Context: an optimization exercise on an open-source flow, tuned for small area, a short achievable clock period and few clock cycles per item. The choices shown serve that exercise and are no tape-out recipe. The RTL was checked by simulation tests, not by an equivalence proof against the original design.

==> flow/design.v <==
module sha256_compress (
    input  wire         clk,
    input  wire         rst,         
    input  wire         in_valid,
    output wire         in_ready,
    input  wire [255:0] in_state,
    input  wire [511:0] in_block,
    output wire         out_valid,
    input  wire         out_ready,
    output wire [255:0] out_state
);
    reg         run;                 
    reg         outv;                
    reg  [6:0]  kidx;                
    reg  [31:0] a, b, c, d, e, f, g, p;
    reg  [31:0] win [0:15];          
    wire fin = kidx[6];              
    wire j63 = (kidx == 7'd63);      
    wire en  = run | ~outv | out_ready;
    assign in_ready  = run & fin;
    assign out_valid = outv;
    assign out_state = {a, b, c, d, e, f, g, p};
    wire [31:0] H0 = in_state[255:224], H1 = in_state[223:192],
                H2 = in_state[191:160], H3 = in_state[159:128],
                H4 = in_state[127:96],  H5 = in_state[95:64],
                H6 = in_state[63:32],   H7 = in_state[31:0];
    reg [31:0] k;
    always @(*) begin
        case (kidx)
            7'd0: k = 32'h428a2f98;
            7'd1: k = 32'h71374491;
            7'd2: k = 32'hb5c0fbcf;
            7'd3: k = 32'he9b5dba5;
            7'd4: k = 32'h3956c25b;
            7'd5: k = 32'h59f111f1;
            7'd6: k = 32'h923f82a4;
            7'd7: k = 32'hab1c5ed5;
            7'd8: k = 32'hd807aa98;
            7'd9: k = 32'h12835b01;
            7'd10: k = 32'h243185be;
            7'd11: k = 32'h550c7dc3;
            7'd12: k = 32'h72be5d74;
            7'd13: k = 32'h80deb1fe;
            7'd14: k = 32'h9bdc06a7;
            7'd15: k = 32'hc19bf174;
            7'd16: k = 32'he49b69c1;
            7'd17: k = 32'hefbe4786;
            7'd18: k = 32'h0fc19dc6;
            7'd19: k = 32'h240ca1cc;
            7'd20: k = 32'h2de92c6f;
            7'd21: k = 32'h4a7484aa;
            7'd22: k = 32'h5cb0a9dc;
            7'd23: k = 32'h76f988da;
            7'd24: k = 32'h983e5152;
            7'd25: k = 32'ha831c66d;
            7'd26: k = 32'hb00327c8;
            7'd27: k = 32'hbf597fc7;
            7'd28: k = 32'hc6e00bf3;
            7'd29: k = 32'hd5a79147;
            7'd30: k = 32'h06ca6351;
            7'd31: k = 32'h14292967;
            7'd32: k = 32'h27b70a85;
            7'd33: k = 32'h2e1b2138;
            7'd34: k = 32'h4d2c6dfc;
            7'd35: k = 32'h53380d13;
            7'd36: k = 32'h650a7354;
            7'd37: k = 32'h766a0abb;
            7'd38: k = 32'h81c2c92e;
            7'd39: k = 32'h92722c85;
            7'd40: k = 32'ha2bfe8a1;
            7'd41: k = 32'ha81a664b;
            7'd42: k = 32'hc24b8b70;
            7'd43: k = 32'hc76c51a3;
            7'd44: k = 32'hd192e819;
            7'd45: k = 32'hd6990624;
            7'd46: k = 32'hf40e3585;
            7'd47: k = 32'h106aa070;
            7'd48: k = 32'h19a4c116;
            7'd49: k = 32'h1e376c08;
            7'd50: k = 32'h2748774c;
            7'd51: k = 32'h34b0bcb5;
            7'd52: k = 32'h391c0cb3;
            7'd53: k = 32'h4ed8aa4a;
            7'd54: k = 32'h5b9cca4f;
            7'd55: k = 32'h682e6ff3;
            7'd56: k = 32'h748f82ee;
            7'd57: k = 32'h78a5636f;
            7'd58: k = 32'h84c87814;
            7'd59: k = 32'h8cc70208;
            7'd60: k = 32'h90befffa;
            7'd61: k = 32'ha4506ceb;
            7'd62: k = 32'hbef9a3f7;
            7'd63: k = 32'hc67178f2;
            default: k = 32'h00000000;
        endcase
    end
    reg [31:0] wport;
    always @(*) begin
        case (kidx[3:0])
            4'd0:  wport = in_block[479:448];
            4'd1:  wport = in_block[447:416];
            4'd2:  wport = in_block[415:384];
            4'd3:  wport = in_block[383:352];
            4'd4:  wport = in_block[351:320];
            4'd5:  wport = in_block[319:288];
            4'd6:  wport = in_block[287:256];
            4'd7:  wport = in_block[255:224];
            4'd8:  wport = in_block[223:192];
            4'd9:  wport = in_block[191:160];
            4'd10: wport = in_block[159:128];
            4'd11: wport = in_block[127:96];
            4'd12: wport = in_block[95:64];
            4'd13: wport = in_block[63:32];
            default: wport = in_block[31:0];
        endcase
    end
    wire [31:0] w1 = win[1], w6 = win[6], w14 = win[14], w15 = win[15];
    wire [31:0] ssig1 = {w1[16:0], w1[31:17]} ^ {w1[18:0], w1[31:19]} ^ {10'b0, w1[31:10]};
    wire [31:0] ssig0 = {w14[6:0], w14[31:7]} ^ {w14[17:0], w14[31:18]} ^ {3'b000, w14[31:3]};
    wire [31:0] wsch  = ssig1 + w6 + ssig0 + w15;
    wire [31:0] wnext = (kidx < 7'd15) ? wport : wsch;
    integer i;
    always @(posedge clk) begin
        win[0] <= wnext;
        win[1] <= run ? win[0] : in_block[511:480];
        for (i = 2; i < 16; i = i + 1)
            win[i] <= win[i-1];
    end
    wire [31:0] bsig1 = {e[5:0], e[31:6]} ^ {e[10:0], e[31:11]} ^ {e[24:0], e[31:25]};
    wire [31:0] bsig0 = {a[1:0], a[31:2]} ^ {a[12:0], a[31:13]} ^ {a[21:0], a[31:22]};
    wire [31:0] ch    = (e & f) ^ (~e & g);
    wire [31:0] maj   = (a & b) ^ (a & c) ^ (b & c);
    wire [31:0] xa1 = bsig0 ^ maj ^ p;
    wire [31:0] ya1 = {(bsig0[30:0] & maj[30:0]) | (bsig0[30:0] & p[30:0]) | (maj[30:0] & p[30:0]), 1'b0};
    wire [31:0] xa2 = xa1 ^ ya1 ^ bsig1;
    wire [31:0] ya2 = {(xa1[30:0] & ya1[30:0]) | (xa1[30:0] & bsig1[30:0]) | (ya1[30:0] & bsig1[30:0]), 1'b0};
    wire [31:0] xa3 = xa2 ^ ya2 ^ ch;
    wire [31:0] ya3 = {(xa2[30:0] & ya2[30:0]) | (xa2[30:0] & ch[30:0]) | (ya2[30:0] & ch[30:0]), 1'b0};
    wire [31:0] a_rnd = xa3 + ya3;
    wire [31:0] xe1 = bsig1 ^ ch ^ p;
    wire [31:0] ye1 = {(bsig1[30:0] & ch[30:0]) | (bsig1[30:0] & p[30:0]) | (ch[30:0] & p[30:0]), 1'b0};
    wire [31:0] xe2 = xe1 ^ ye1 ^ d;
    wire [31:0] ye2 = {(xe1[30:0] & ye1[30:0]) | (xe1[30:0] & d[30:0]) | (ye1[30:0] & d[30:0]), 1'b0};
    wire [31:0] e_rnd = xe2 + ye2;
    wire [31:0] pg = run ? g : H7;
    wire [31:0] pw = run ? (fin ? 32'd0 : win[0]) : in_block[511:480];
    wire [31:0] ph = j63 ? H0 : (fin ? H7 : 32'd0);
    wire [31:0] p_nxt = pg + k + pw + ph;
    wire        ld = fin | ~run;
    wire [31:0] b_nxt = (run ? a : 32'd0) + (ld ? H1 : 32'd0);
    wire [31:0] c_nxt = (run ? b : 32'd0) + (ld ? H2 : 32'd0);
    wire [31:0] f_nxt = (run ? e : 32'd0) + (ld ? H5 : 32'd0);
    wire [31:0] g_nxt = (run ? f : 32'd0) + (ld ? H6 : 32'd0);
    wire [31:0] d_nxt = (run ? c : 32'd0) + (j63 ? H4 : (ld ? H3 : 32'd0))
                      + (j63 ? ~H0 : 32'd0) + {31'd0, j63};
    always @(posedge clk) begin
        if (en) begin
            a <= run ? a_rnd : H0;
            e <= run ? e_rnd : H4;
            b <= b_nxt;
            c <= c_nxt;
            d <= d_nxt;
            f <= f_nxt;
            g <= g_nxt;
            p <= p_nxt;
        end
    end
    wire start = in_valid & ~run & (~outv | out_ready);
    always @(posedge clk) begin
        if (rst) begin
            run  <= 1'b0;
            outv <= 1'b0;
            kidx <= 7'd0;
        end else begin
            if (run) begin
                kidx <= fin ? 7'd0 : kidx + 7'd1;
                if (fin) begin
                    run  <= 1'b0;
                    outv <= 1'b1;
                end
            end else begin
                if (out_ready)
                    outv <= 1'b0;
                if (start) begin
                    run  <= 1'b1;
                    kidx <= 7'd1;
                end
            end
        end
    end
endmodule
clock: 8.0 ns
lec_check: 0
cap_margin: 20
core_margin: 2
core_utilization: 40
place_density: 0.6
slew_margin: 20
run.sh (not shown) runs the stock make flow with config.mk's settings and CLKGATE_MAP_FILE= SYNTH_SCRIPT=/design/flow/synth_recipe.tcl, a recipe that flattens the netlist after the stock synthesis.
Testbench counts at the start, summed over its fixed seeds: cycles 33,288, blocks 512.
Rerun with:
--- a/flow/design.v
+++ b/flow/design.v
@@ -11,18 +11,21 @@
 );
     reg         run;                 
     reg         outv;                
     reg  [6:0]  kidx;                
     reg  [31:0] a, b, c, d, e, f, g, p;
     reg  [31:0] win [0:15];          
-    wire fin = kidx[6];              
-    wire j63 = (kidx == 7'd63);      
-    wire en  = run | ~outv | out_ready;
-    assign in_ready  = run & fin;
+    wire fin  = (kidx == 7'd64);     
+    wire rot1 = (kidx == 7'd65);
+    wire rot2 = (kidx == 7'd66);
+    wire rot3 = (kidx == 7'd67);
+    wire rnd  = run & ~(kidx[6] & (kidx[1] | kidx[0]));    
+    wire en   = run | ~outv | out_ready;
+    assign in_ready  = run & rot3;
     assign out_valid = outv;
-    assign out_state = {a, b, c, d, e, f, g, p};
+    assign out_state = {d, a, b, c, p, e, f, g};
     wire [31:0] H0 = in_state[255:224], H1 = in_state[223:192],
                 H2 = in_state[191:160], H3 = in_state[159:128],
                 H4 = in_state[127:96],  H5 = in_state[95:64],
                 H6 = in_state[63:32],   H7 = in_state[31:0];
     reg [31:0] k;
     always @(*) begin
@@ -140,44 +143,40 @@
     wire [31:0] xe1 = bsig1 ^ ch ^ p;
     wire [31:0] ye1 = {(bsig1[30:0] & ch[30:0]) | (bsig1[30:0] & p[30:0]) | (ch[30:0] & p[30:0]), 1'b0};
     wire [31:0] xe2 = xe1 ^ ye1 ^ d;
     wire [31:0] ye2 = {(xe1[30:0] & ye1[30:0]) | (xe1[30:0] & d[30:0]) | (ye1[30:0] & d[30:0]), 1'b0};
     wire [31:0] e_rnd = xe2 + ye2;
     wire [31:0] pg = run ? g : H7;
-    wire [31:0] pw = run ? (fin ? 32'd0 : win[0]) : in_block[511:480];
-    wire [31:0] ph = j63 ? H0 : (fin ? H7 : 32'd0);
+    wire [31:0] pw = run ? (kidx[6] ? 32'd0 : win[0]) : in_block[511:480];
+    wire [31:0] ph = fin ? H7 : rot1 ? H6 : rot2 ? H5 : rot3 ? H4 : 32'd0;
     wire [31:0] p_nxt = pg + k + pw + ph;
-    wire        ld = fin | ~run;
-    wire [31:0] b_nxt = (run ? a : 32'd0) + (ld ? H1 : 32'd0);
-    wire [31:0] c_nxt = (run ? b : 32'd0) + (ld ? H2 : 32'd0);
-    wire [31:0] f_nxt = (run ? e : 32'd0) + (ld ? H5 : 32'd0);
-    wire [31:0] g_nxt = (run ? f : 32'd0) + (ld ? H6 : 32'd0);
-    wire [31:0] d_nxt = (run ? c : 32'd0) + (j63 ? H4 : (ld ? H3 : 32'd0))
-                      + (j63 ? ~H0 : 32'd0) + {31'd0, j63};
+    wire [31:0] dc = run ? c : 32'd0;
+    wire [31:0] dh = (fin | ~run) ? H3 : rot1 ? H2 : rot2 ? H1 : rot3 ? H0 : 32'd0;
+    wire [31:0] d_nxt = dc + dh;
     always @(posedge clk) begin
         if (en) begin
-            a <= run ? a_rnd : H0;
-            e <= run ? e_rnd : H4;
-            b <= b_nxt;
-            c <= c_nxt;
+            a <= rnd ? a_rnd : (run ? d : H0);
+            e <= rnd ? e_rnd : (run ? p : H4);
+            b <= run ? a : H1;
+            c <= run ? b : H2;
             d <= d_nxt;
-            f <= f_nxt;
-            g <= g_nxt;
+            f <= run ? e : H5;
+            g <= run ? f : H6;
             p <= p_nxt;
         end
     end
     wire start = in_valid & ~run & (~outv | out_ready);
     always @(posedge clk) begin
         if (rst) begin
             run  <= 1'b0;
             outv <= 1'b0;
             kidx <= 7'd0;
         end else begin
             if (run) begin
-                kidx <= fin ? 7'd0 : kidx + 7'd1;
-                if (fin) begin
+                kidx <= rot3 ? 7'd0 : kidx + 7'd1;
+                if (rot3) begin
                     run  <= 1'b0;
                     outv <= 1'b1;
                 end
             end else begin
                 if (out_ready)
                     outv <= 1'b0;
Result: Synthesized cell count goes down by 13%; routed wire length is lower by 13%; design area shrinks by 8.7%; via count drops by 11%; worst hold slack gets better by 0.0055 ns; synthesized area went down by 9.7%; final cell count falls by 11%; clock skew grows by 0.016 ns; global-route usage shrinks by 1.4 points; maximum frequency shrinks by 2.8%; clock-buffer cell count came out higher by 2.
Testbench counts after the change, summed over its fixed seeds: cycles 34,824, blocks 512.

==> afterwards: timing with drivers on the ports <==
No port has a modelled driver above. Below, the same layouts with a new extraction and two added sets of constraints.
Step 1: set_driving_cell puts a clkbuf_16 on clk and a buf_2 on each other input, an assumption about the parent block.
Step 2, shift: input delay + t, output delay - t, t = (earliest + latest rising clock arrival at the registers) / 2. This alone moves slack from input paths to output paths.
Slacks: no drivers / after step 1 / after step 2; pairs: no drivers / after step 1.
| run | t (ns) | setup slack, ns | hold WS [ns] | worst register clock-pin slew, ns | cell pins on the clock port's net |
|---|---|---|---|---|---|
| the first run | 0.780 | 1.723 / 1.723 / 1.089 | 0.299 / 0.299 / 0.299 | 0.08 / 0.08 | 1 |
| the second run | 0.724 | 1.545 / 1.545 / 1.473 | 0.304 / 0.304 / 0.304 | 0.07 / 0.07 | 1 |
After both steps setup and hold are still met in every run listed. The setup slack of the first run, which loses most, moves by 0.000 ns with the drivers and by -0.634 ns with both steps.
